Background: an optimization exercise with open tools, aiming at small area and a short achievable clock period. Do not read the settings as production practice.
Where RTL was checked, it was by simulation tests only, not by an equivalence proof against the original.

## ce_dalu
module ce_dalu (
    input  wire        clk,
    input  wire        rst,          
    input  wire        ins_valid,    
    input  wire [31:0] ins,          
    input  wire [2:0]  rd_sel,       
    output wire [15:0] rd_data,
    output wire [39:0] acc,          
    output wire [4:0]  flags         
);
export LEC_CHECK = 0
export ABC_AREA = 1
export CAP_MARGIN = 20
export CORE_MARGIN = 2
export CORE_UTILIZATION = 45
export CTS_BUF_LIST = sky130_fd_sc_hd__clkbuf_8
export CTS_CLUSTER_DIAMETER = 60
export CTS_CLUSTER_SIZE = 15
export SLEW_MARGIN = 20
create_clock -name core_clock -period 20.0 [get_ports {clk}]
standard.sh (not shown) runs the stock make flow with config.mk's settings and CLKGATE_MAP_FILE= SYNTH_SCRIPT=/design/flow/synth_recipe.tcl, a recipe that flattens the netlist after the stock synthesis.
==> flow/flow/run.sh <==
#!/bin/bash
# Standard layout, with these changes:
#  - synthesis: the standard synthesis script, sourcing a copy of ORFS's
#    synth.tcl whose only change is the ABC script (flow/abc.script);
#  - after synthesis, fapol2.py picks a polarity for every full adder so
#    that the netlist needs fewer inverters; the result is kept only if ABC
#    proves it equivalent to the synthesized netlist;
#  - plain buffers (not delay cells) on the ports;
#  - the resizer's timing repair asked for more setup slack than the
#    standard flow.
set -euo pipefail
W=$PWD
F=$W/flow
sed 's#^  log_cmd abc {\*}$abc_args$#  log_cmd abc -script '"$F"'/abc.script {*}[lrange $abc_args 2 end]#' \
    "$FLOW_HOME/scripts/synth.tcl" > "$W/synth_mine.tcl"
grep -q "abc.script" "$W/synth_mine.tcl"
sed 's#source $::env(SCRIPTS_DIR)/synth.tcl#source '"$W"'/synth_mine.tcl#' \
    "$W/synth_recipe.tcl" > "$W/synth_recipe_mine.tcl"
grep -q "synth_mine.tcl" "$W/synth_recipe_mine.tcl"
ARGS=(SYNTH_SCRIPT="$W/synth_recipe_mine.tcl"
      BUFFER_PORTS_ARGS="-buffer_cell sky130_fd_sc_hd__buf_2"
      SETUP_SLACK_MARGIN=10 TNS_END_PERCENT=0)
bash standard.sh "${ARGS[@]}" synth > make_synth.log 2>&1

# full-adder polarity clean-up, checked by ABC's combinational equivalence
R=$W/orfs/results/sky130hd/ce_dalu/base
LIB=$FLOW_HOME/platforms/sky130hd/lib/sky130_fd_sc_hd__tt_025C_1v80.lib
cp "$R/1_2_yosys.v" "$W/netlist_synth.v"
python3 "$F/fapol2.py" "$W/netlist_synth.v" "$W/netlist_fapol.v" > fapol.log 2>&1
for n in synth fapol; do
  cat > "$W/blif_$n.ys" <<EOY
read_liberty -ignore_miss_func $LIB
read_verilog $W/netlist_$n.v
hierarchy -top ce_dalu
flatten
opt_clean
techmap
opt -fast
dfflegalize -cell \$_DFF_P_ x
write_blif $W/netlist_$n.blif
EOY
  yosys -q -s "$W/blif_$n.ys" > "yosys_blif_$n.log" 2>&1
done
yosys-abc -c "cec $W/netlist_synth.blif $W/netlist_fapol.blif" > cec.log 2>&1 || true
if grep -q "Networks are equivalent" cec.log; then
  cp "$W/netlist_fapol.v" "$R/1_2_yosys.v"
  echo "fapol netlist used" >> fapol.log
else
  echo "fapol netlist NOT used" >> fapol.log
fi
bash standard.sh "${ARGS[@]}" finish > make.log 2>&1
Other scripts of this flow, unchanged in this note and not shown: flow/flow/abc.script, flow/flow/fapol2.py
Edit:
--- a/flow/design.v
+++ b/flow/design.v
@@ -80,18 +80,18 @@
     wire i_cmp  = (op == OP_CMP) & ~rst;
     wire i_cmpi = (op == OP_CMPI) & ~rst;
     wire i_min  = (op == OP_MIN) & ~rst;
     wire i_max  = (op == OP_MAX) & ~rst;
     wire i_lim  = (op == OP_LIM) & ~rst;
     wire i_neg  = (op == OP_NEG) & ~rst;
     wire i_abs  = (op == OP_ABS) & ~rst;
-    wire g_mul = (i_mpy | i_mac | i_msu | i_mpyi | i_maci) & ins_valid;
-    wire g_hi  = (i_lda | i_adda | i_suba) & ins_valid;
+    wire g_mul = i_mpy | i_mac | i_msu | i_mpyi | i_maci;
+    wire g_hi  = i_lda | i_adda | i_suba;
     wire g_acc = i_mpy | i_mac | i_msu | i_mpyi | i_maci | i_lda | i_adda | i_suba | i_clra;
-    wire u_acc = (i_mac | i_msu | i_maci | i_adda | i_suba) & ins_valid;
+    wire u_acc = i_mac | i_msu | i_maci | i_adda | i_suba;
     wire m_sub = i_msu | i_suba;
     wire m_x2  = i_mpy | i_mac | i_msu | g_hi;
     wire [16:0] mx = m_x2 ? {da, 1'b0} : {da[15], da};
     reg [7:0] b_one, b_two, b_neg;
     integer k;
     reg     b2, b1, b0;
     always @(*) begin
@@ -132,19 +132,16 @@
     wire [39:0] sh_1   = sh_amt[0] ? {sh_fill, sh_in[39:1]} : sh_in;
     wire [39:0] sh_2   = sh_amt[1] ? {{2{sh_fill}}, sh_1[39:2]} : sh_1;
     wire [39:0] sh_3   = sh_amt[2] ? {{4{sh_fill}}, sh_2[39:4]} : sh_2;
     wire [39:0] sh_4   = sh_amt[3] ? {{8{sh_fill}}, sh_3[39:8]} : sh_3;
     wire [39:0] sh_5   = sh_amt[4] ? {{16{sh_fill}}, sh_4[39:16]} : sh_4;
     wire [39:0] sh_out = sh_amt[5] ? {{32{sh_fill}}, sh_5[39:32]} : sh_5;
     wire [39:0] acc_shf = i_shla ? rev40(sh_out) : sh_out;
-    wire        a_sh   = sh_acc & ins_valid;
-    wire        a_keep = ~rst & ~(ins_valid & (g_acc | sh_acc));
     wire [40:0] a_op = ({41{u_acc}} & {acc_r[39], acc_r}) |
-                       ({41{a_sh}} & {acc_shf[39], acc_shf}) |
-                       ({41{a_keep}} & acc_x);
+                       ({41{sh_acc}} & {acc_shf[39], acc_shf});
     wire [40:0] t_s, t_c;
     ce_dalu_mac u_mac (.x(mx), .one(b_one), .two(b_two), .neg(b_neg),
                        .a(a_op), .s0(t_s), .s1(t_c));
     reg  [39:0] ga;
     integer q;
     always @(*) begin
         ga[39] = 1'b0;
@@ -207,16 +204,15 @@
                        ({16{i_or | i_xor}} & a_p) |
                        ({16{i_shl}} & r_shl) |
                        ({16{i_shr}} & r_shr);
     wire [15:0] wd   = ({16{g_add | i_ldi}} & r_add) | wd_m | wd_x;
     wire        z_m  = (sel_a & (da == 16'd0)) | (sel_b & (db == 16'd0)) |
                        (sel_d & (dd == 16'd0));
     wire        wd_z = (g_add & z_add) | ((i_min | i_max | i_lim) & z_m) |
-                       (i_shl & (shl_raw == 16'd0) & (~s_i | (da == 16'd0))) |
-                       ((i_rnd | i_and | i_or | i_xor | i_shr) & (wd_x == 16'd0));
+                       ((i_rnd | i_and | i_or | i_xor | i_shl | i_shr) & (wd_x == 16'd0));
     wire wr_d = i_ldi | i_mov | i_rnd | i_add | i_sub | i_addi | i_and | i_or |
                 i_xor | i_shl | i_shr | i_min | i_max | i_lim | i_neg | i_abs;
     wire [15:0] wdat = wd;
     wire        we   = ex & wr_d;
     always @(posedge clk) begin
         if (rst | (we & (fd == 3'd0))) d0 <= wdat;
         if (rst | (we & (fd == 3'd1))) d1 <= wdat;
@@ -224,16 +220,18 @@
         if (rst | (we & (fd == 3'd3))) d3 <= wdat;
         if (rst | (we & (fd == 3'd4))) d4 <= wdat;
         if (rst | (we & (fd == 3'd5))) d5 <= wdat;
         if (rst | (we & (fd == 3'd6))) d6 <= wdat;
         if (rst | (we & (fd == 3'd7))) d7 <= wdat;
     end
     always @(posedge clk) begin
-        cs_s <= t_s;
-        cs_c <= t_c;
+        if (rst | (ex & (g_acc | sh_acc))) begin
+            cs_s <= t_s;
+            cs_c <= t_c;
+        end
     end
     wire g_nz16 = i_rnd | g_add | i_and | i_or | i_xor | i_shl | i_shr |
                   i_min | i_max | i_lim;
     wire v_upd16 = g_add | i_and | i_or | i_xor | i_shl | i_shr;
     wire v16 = (g_add & a_ovf) | (i_shl & shl_ovf);
     wire sat16 = (g_add & a_ovf & a_s) | (i_shl & shl_ovf & s_i) | (i_rnd & rnd_sat);
     wire c16 = (i_add | i_addi | i_sub | i_cmp | i_cmpi) & c_alu;
After rerunning: Critical path depth goes down by 28. Design area barely changes. Worst setup slack improved by 0.13 ns. Final cell count came out lower by 2.5%. Core utilization goes down by 1.2 points.
No functional check of the RTL was part of the first run of this note.

-- port drivers added, routing unchanged --
The flow's constraints put no driver on any port. The routed layouts listed below were extracted and timed again, unchanged, in two steps. Step 1 (the two cells are an assumption about what drives the block):
set clk [get_ports {clk}]
set_driving_cell -lib_cell sky130_fd_sc_hd__clkbuf_16 $clk
set_driving_cell -lib_cell sky130_fd_sc_hd__buf_2 [delete_from_list [all_inputs] $clk]
Step 2, shift: input delay + t, output delay - t, t = (earliest + latest rising clock arrival at the registers) / 2. This alone moves slack from input paths to output paths. a / b / c = ideal / step 1 / step 2; a / b = the first two.
| run | t (ns) | setup WS [ns] | worst slew at a driven data input, ns |
|---|---|---|---|
| the first run | 0.687 | 9.897 / 9.936 / 9.249 | 0.17 |
| the second run | 0.648 | 10.026 / 9.968 / 9.492 | 0.12 |
After both steps setup and hold are still met in every run listed. For the first run, which loses most, drivers alone change the setup slack by +0.039 ns; drivers and shift together by -0.648 ns.
